This is an optimization exercise on Yosys and OpenROAD, whose aim is small area, a short achievable clock period and few clock cycles per item, not a production implementation. In this exercise RTL edits were held to simulation tests only and were not proved equivalent to the original.

Design sha256_engine, start of the top module:
module sha256_engine (
    input  wire         clk,
    input  wire         rst,
    input  wire         in_valid,
    output wire         in_ready,
    input  wire         first,
    input  wire [511:0] block,       
    output reg          out_valid,
    output wire [255:0] digest       
);
    localparam [255:0] IV = {32'h6a09e667, 32'hbb67ae85, 32'h3c6ef372, 32'ha54ff53a,
                             32'h510e527f, 32'h9b05688c, 32'h1f83d9ab, 32'h5be0cd19};
    localparam [2047:0] KR = {
        32'hb5c0fbcf, 32'he9b5dba5, 32'h3956c25b, 32'h59f111f1, 32'h923f82a4, 32'hab1c5ed5, 32'hd807aa98, 32'h12835b01,
        32'h243185be, 32'h550c7dc3, 32'h72be5d74, 32'h80deb1fe, 32'h9bdc06a7, 32'hc19bf174, 32'he49b69c1, 32'hefbe4786,
        32'h0fc19dc6, 32'h240ca1cc, 32'h2de92c6f, 32'h4a7484aa, 32'h5cb0a9dc, 32'h76f988da, 32'h983e5152, 32'ha831c66d,
        32'hb00327c8, 32'hbf597fc7, 32'hc6e00bf3, 32'hd5a79147, 32'h06ca6351, 32'h14292967, 32'h27b70a85, 32'h2e1b2138,
  ...
export LEC_CHECK = 0
export CAP_MARGIN = 20
export CORE_MARGIN = 2
export CORE_UTILIZATION = 55
export CTS_BUF_LIST = sky130_fd_sc_hd__clkbuf_4 sky130_fd_sc_hd__clkbuf_8
export SETUP_SLACK_MARGIN = 5
export SLEW_MARGIN = 20
create_clock -name core_clock -period 10.0 [get_ports {clk}]
standard.sh (not shown) runs the stock make flow with config.mk's settings and CLKGATE_MAP_FILE= SYNTH_SCRIPT=/design/flow/synth_recipe.tcl, a recipe that flattens the netlist after the stock synthesis.
==> flow/flow/run.sh <==
#!/bin/bash
# The standard layout, with port buffers of the smallest buffer cell.
# Each tool's output is in orfs/logs; make's in standard.log.
set -euo pipefail
export BUFFER_PORTS_ARGS="-buffer_cell sky130_fd_sc_hd__buf_1"
bash standard.sh > standard.log 2>&1
Testbench counts at the start, summed over its fixed seeds: cycles 81,944, blocks 1,280.
Change:
--- a/flow/flow/run.sh
+++ b/flow/flow/run.sh
@@ -3,4 +3,5 @@
 # Each tool's output is in orfs/logs; make's in standard.log.
 set -euo pipefail
+export SETUP_SLACK_MARGIN=6
 export BUFFER_PORTS_ARGS="-buffer_cell sky130_fd_sc_hd__buf_1"
 bash standard.sh > standard.log 2>&1
==> flow/config.mk (replaced) <==
export PLATFORM = sky130hd
export DESIGN_NAME = sha256_engine
export DESIGN_NICKNAME = sha256_engine
export VERILOG_FILES = /design/flow/design.v
export SDC_FILE = /design/flow/constraint.sdc
export NUM_CORES = 4
export LEC_CHECK = 0
export ABC_AREA = 1
export CAP_MARGIN = 20
export CORE_MARGIN = 2
export CORE_UTILIZATION = 40
export SLEW_MARGIN = 20
Effect:
- final area rose by 8.5%
Change:
==> flow/flow/run.sh (replaced) <==
#!/bin/bash
# The standard layout, without full/half adder cell extraction in synthesis,
# and with port buffers of the smallest buffer cell.
# Each tool's output is in orfs/logs; make's in standard.log.
set -euo pipefail
export ADDER_MAP_FILE=
export BUFFER_PORTS_ARGS="-buffer_cell sky130_fd_sc_hd__buf_1"
bash standard.sh > standard.log 2>&1
--- a/flow/config.mk
+++ b/flow/config.mk
@@ -6,7 +6,7 @@
 export NUM_CORES = 4
 export LEC_CHECK = 0
-export ABC_AREA = 1
 export CAP_MARGIN = 20
 export CORE_MARGIN = 2
 export CORE_UTILIZATION = 40
+export SETUP_SLACK_MARGIN = 5
 export SLEW_MARGIN = 20
Outcome:
- The new run produced a clean layout
- clock skew drops by 0.039 ns
- setup slack gets worse by 1.5 ns
- final cell count fell by 12%
- cell area grows by 1.2%
- non-clock buffer count is higher by 148
- global-route usage drops by 4.9 points

---

sha256_engine again, from the RTL that the note above started with.
Settings: LEC_CHECK=0, ABC_AREA=1, CAP_MARGIN=20, CORE_MARGIN=2, CORE_UTILIZATION=40, SLEW_MARGIN=20; clock period 10.0 ns.
==> flow/flow/run.sh <==
#!/bin/bash
set -euo pipefail
export SETUP_SLACK_MARGIN=7
export BUFFER_PORTS_ARGS="-buffer_cell sky130_fd_sc_hd__buf_1"
bash standard.sh > standard.log 2>&1
The first run went through all stages and came out clean.
Testbench counts at the start, summed over its fixed seeds: cycles 81,944, blocks 1,280.
Rerun with:
==> flow/flow/run.sh (replaced) <==
#!/bin/bash
# The standard layout, with port buffers of the smallest buffer cell.
# Each tool's output is in orfs/logs; make's in standard.log.
set -euo pipefail
export BUFFER_PORTS_ARGS="-buffer_cell sky130_fd_sc_hd__buf_1"
bash standard.sh > standard.log 2>&1
- ABC_AREA: 1 -> default
- CTS_CLUSTER_DIAMETER: default -> 60
- CTS_CLUSTER_SIZE: default -> 30
- SETUP_SLACK_MARGIN: default -> 5
Final cell count came out lower by about 17%.
Sequential cell count does not change.
Final area came out lower by about 20%.
Maximum frequency came out lower by about 17%.
First-iteration DRC count came out lower by 3.5%.
Register-to-register slack degrades by 0.87 ns.
Global-route usage came out lower by 6.0 points.
Core utilization came out lower by 11 points.
Rerun with:
==> flow/flow/run.sh (replaced) <==
#!/bin/bash
set -euo pipefail
export SETUP_SLACK_MARGIN=6
export BUFFER_PORTS_ARGS="-buffer_cell sky130_fd_sc_hd__buf_1"
bash standard.sh > standard.log 2>&1
- ABC_AREA: default -> 1
- CTS_CLUSTER_DIAMETER: 60 -> default
- CTS_CLUSTER_SIZE: 30 -> default
- PLACE_DENSITY: default -> 0.75
- SETUP_SLACK_MARGIN: 5 -> default
Result:
- final area is higher by about 8%
- setup slack improved by 0.80 ns
- synthesized area goes up by 1.8%
- clock skew rises by 0.069 ns
- critical path depth is higher by 1
- clock-buffer cell count rose by 50
Rerun with:
--- a/flow/flow/run.sh
+++ b/flow/flow/run.sh
@@ -1,3 +1,5 @@
 #!/bin/bash
+# The standard layout, with port buffers of the smallest buffer cell.
+# Each tool's output is in orfs/logs; make's in standard.log.
 set -euo pipefail
 export SETUP_SLACK_MARGIN=6
- ABC_AREA: 1 -> default
- PLACE_DENSITY: 0.75 -> default
Utilization increases by 1.3 points.
Routed wire length is lower by 8.9%.
Via count drops by 7.5%.
Worst hold slack gains 0.049 ns.
Setup slack is worse by 0.77 ns.
Cell count falls by 9.4%.
Global-route usage is lower by 2.5 points.
Sequential share of layout area stays flat.
Design area is about the same.
Rerun with:
==> flow/run.sh (new file) <==
#!/bin/bash
# synth_recipe.tcl (not shown) runs the flow's synth.tcl, then flattens the netlist and writes it again
# the make line also repeats each setting of config.mk as NAME=value (left out here)
make -C /OpenROAD-flow-scripts/flow DESIGN_CONFIG=/design/flow/config.mk WORK_HOME=/design/flow/orfs CLKGATE_MAP_FILE= SYNTH_SCRIPT=/design/flow/synth_recipe.tcl finish
- SETUP_SLACK_MARGIN: default -> 5
removed: flow/flow/run.sh
removed: flow/standard.sh
- synthesized cell count stays the same
- setup slack gains 0.013 ns
- area after synthesis does not change
- design area falls by 0.33%
- global-route usage shrinks by 0.26 points

afterwards: timing with drivers on the ports:
Ports are ideal in the flow. The routed layouts listed here were re-timed in OpenROAD. Step 1, drivers: a clkbuf_16 drives clk and a buf_2 each remaining input, both assumed. Step 2 times the ports against the registers' clock, not the clock port: input delays grow and output delays shrink by t, the midpoint of the rising clock arrivals with the driver on. Three values: ideal ports, drivers, drivers and shift; two values: the first two.
| run | t (ns) | setup WS [ns] | latest minus earliest clock arrival (ns) | slew at the worst register clock pin (ns) |
|---|---|---|---|---|
| the first run of note 1 | 0.947 | 4.843 / 4.843 / 4.843 | 0.069 / 0.068 | 0.07 / 0.07 |
| the second run of note 1 | 0.832 | 5.758 / 5.758 / 5.758 | 0.104 / 0.104 | 0.07 / 0.07 |
| the third run of note 1 | 0.847 | 4.262 / 4.262 / 4.262 | 0.066 / 0.066 | 0.07 / 0.07 |
| the first run of note 2 | 0.832 | 5.811 / 5.811 / 5.811 | 0.068 / 0.067 | 0.07 / 0.07 |
| the second run of note 2 | 0.828 | 4.939 / 4.939 / 4.939 | 0.059 / 0.058 | 0.09 / 0.09 |
| the third run of note 2 | 0.846 | 5.741 / 5.741 / 5.741 | 0.121 / 0.121 | 0.07 / 0.07 |
| the fourth run of note 2 | 0.838 | 4.969 / 4.969 / 4.969 | 0.096 / 0.096 | 0.08 / 0.08 |
| the fifth run of note 2 | 0.845 | 4.982 / 4.982 / 4.982 | 0.072 / 0.072 | 0.07 / 0.07 |
After both steps setup and hold are still met in every run listed.
